From an optimization exercise on the open Yosys and OpenROAD flow, aimed at small area and a short achievable clock period; shortcuts taken in it are not production practice. In this exercise RTL edits were held to simulation tests only and were not proved equivalent to the original.

red:
// cmp_blend
module cmp_blend (
    input  wire        clk,
    input  wire        rst,
    input  wire        in_valid,
    input  wire [15:0] in_d_r,      
    input  wire [15:0] in_d_g,
    input  wire [15:0] in_d_b,
    input  wire [15:0] in_d_a,
    input  wire [15:0] in_c_r,      
    input  wire [15:0] in_c_g,
    input  wire [15:0] in_c_b,
    input  wire [15:0] in_apx,      
    input  wire [15:0] in_ga,       
    input  wire [15:0] in_ks,       
    input  wire        in_premul,   
    input  wire [15:0] in_key_lo0,  
    input  wire [15:0] in_key_lo1,
    input  wire [15:0] in_key_lo2,
    input  wire [15:0] in_key_hi0,
    input  wire [15:0] in_key_hi1,
    input  wire [15:0] in_key_hi2,
    input  wire [2:0]  in_key_use,
    input  wire        in_key_inv,
    input  wire [15:0] in_key_soft,
    output reg         out_valid,
    output reg  [15:0] out_d_r,     
    output reg  [15:0] out_d_g,
    output reg  [15:0] out_d_b,
    output reg  [15:0] out_d_a,
    output reg  [3:0]  out_sat      
);
    localparam [15:0] ONE = 16'h3C00;
    reg        v0_q;
    reg [15:0] d_r, d_g, d_b, d_a, c_r, c_g, c_b, apx, ga, ks;
    reg        premul;
    reg [15:0] lo0, lo1, lo2, hi0, hi1, hi2, key_soft;
    reg [2:0]  use_c;
    reg        inv;
    always @(posedge clk) begin
        if (rst)
            v0_q <= 1'b0;
        else
            v0_q <= in_valid;
        d_r    <= in_d_r;
        d_g    <= in_d_g;
        d_b    <= in_d_b;
        d_a    <= in_d_a;
        c_r    <= in_c_r;
        c_g    <= in_c_g;
        c_b    <= in_c_b;
        apx    <= in_apx;
        ga     <= in_ga;
        ks     <= in_ks;
        premul <= in_premul;
        lo0    <= in_key_lo0;
        lo1    <= in_key_lo1;
        lo2    <= in_key_lo2;
        hi0    <= in_key_hi0;
        hi1    <= in_key_hi1;
        hi2    <= in_key_hi2;
        use_c  <= in_key_use;
        inv    <= in_key_inv;
  ...
clock: 125.0 ns
lec_check: 0
abc_area: 1
cap_margin: 20
core_margin: 2
core_utilization: 65
cts_cluster_diameter: 100
cts_cluster_size: 30
slew_margin: 20
standard.sh (not shown) runs the stock make flow with config.mk's settings and CLKGATE_MAP_FILE= SYNTH_SCRIPT=/design/flow/synth_recipe.tcl, a recipe that flattens the netlist after the stock synthesis.
==> flow/flow/run.sh <==
#!/bin/bash
# The standard layout (standard.sh) with two changes:
#  - synthesis maps the logic with ABC's area-only standard-cell mapping
#    (two rounds of map -a, in abc_area.script) in place of ORFS's abc_area.script;
#    the registers, and every other synthesis step, are the standard ones;
#  - every input and output port still gets its own buffer, but a plain
#    buf_1 rather than the delay cell buffer_ports picks by default.
set -euo pipefail
here=$(pwd)
ports="BUFFER_PORTS_ARGS=-buffer_cell sky130_fd_sc_hd__buf_1"
rm -rf "$here/abc_scripts"
cp -r "$FLOW_HOME/scripts" "$here/abc_scripts"
cp "$here/flow/abc_area.script" "$here/abc_scripts/abc_area.script"
bash "$here/standard.sh" SCRIPTS_DIR="$here/abc_scripts" "$ports" synth > "$here/synth.log" 2>&1
bash "$here/standard.sh" "$ports" > "$here/layout.log" 2>&1
==> flow/flow/abc_area.script <==
strash
dch
map -a
strash
dch
map -a
topo
stime -c
buffer -c
upsize -c
dnsize -c
#### Input delta (blue over red)
- CTS_CLUSTER_SIZE removed (was 30)
- CORE_UTILIZATION changed from 65 to 55
- CTS_CLUSTER_DIAMETER removed (was 100)
==> flow/flow/run.sh <==
#!/bin/bash
# The standard layout (standard.sh), except that synthesis maps the logic
# with ABC's area-only standard-cell mapping (map -a, in abc_area.script)
# in place of ORFS's abc_area.script. Everything else, registers included,
# is the standard synthesis and flow.
set -euo pipefail
here=$(pwd)
rm -rf "$here/abc_scripts"
cp -r "$FLOW_HOME/scripts" "$here/abc_scripts"
cp "$here/flow/abc_area.script" "$here/abc_scripts/abc_area.script"
bash "$here/standard.sh" SCRIPTS_DIR="$here/abc_scripts" synth > "$here/synth.log" 2>&1
bash "$here/standard.sh" > "$here/layout.log" 2>&1
==> flow/flow/abc_area.script <==
strash
dch
map -a
topo
stime -c
buffer -c
upsize -c
dnsize -c
==> comparison <==
- met5 as the highest signal layer in the routed design was reported by red, and met4 by blue.
- For blue, the cell with the largest stage delay on the worst path was sky130_fd_sc_hd__clkdlybuf4s50_1, unlike red, where it was sky130_fd_sc_hd__dfxtp_1.
- Summary of blue over red: number of sinks on the clock net flat, core utilization down 8.6 points, final worst hold slack down 0.0055 ns.
- Synthesized area per cell: blue vs red — no meaningful difference
- Relative to red, number of vias per cell after detailed routing decreased by about 4.5% in blue.
- First-pass GRT wire length grows by a few percent when moving from red to blue.

-- port drivers added, routing unchanged --
The flow's constraints put no driver on any port. The routed layouts listed below were extracted and timed again, unchanged, in two steps.
Step 1 (the two cells are an assumption about what drives the block):
set clk [get_ports {clk}]
set_driving_cell -lib_cell sky130_fd_sc_hd__clkbuf_16 $clk
set_driving_cell -lib_cell sky130_fd_sc_hd__buf_2 [delete_from_list [all_inputs] $clk]
Step 2, shift: input delay + t, output delay - t, t = (earliest + latest rising clock arrival at the registers) / 2. This alone moves slack from input paths to output paths.
Slacks: no drivers / after step 1 / after step 2; pairs: no drivers / after step 1.
run | shift t [ns] | slack for setup (ns) | worst slew at a driven data input, ns | pins driven straight from the clock port
red | 0.783 | 98.820 / 98.731 / 99.514 | 0.06 | 1
blue | 0.834 | 98.390 / 98.301 / 99.135 | 0.06 | 1
After both steps setup and hold are still met in every run listed.
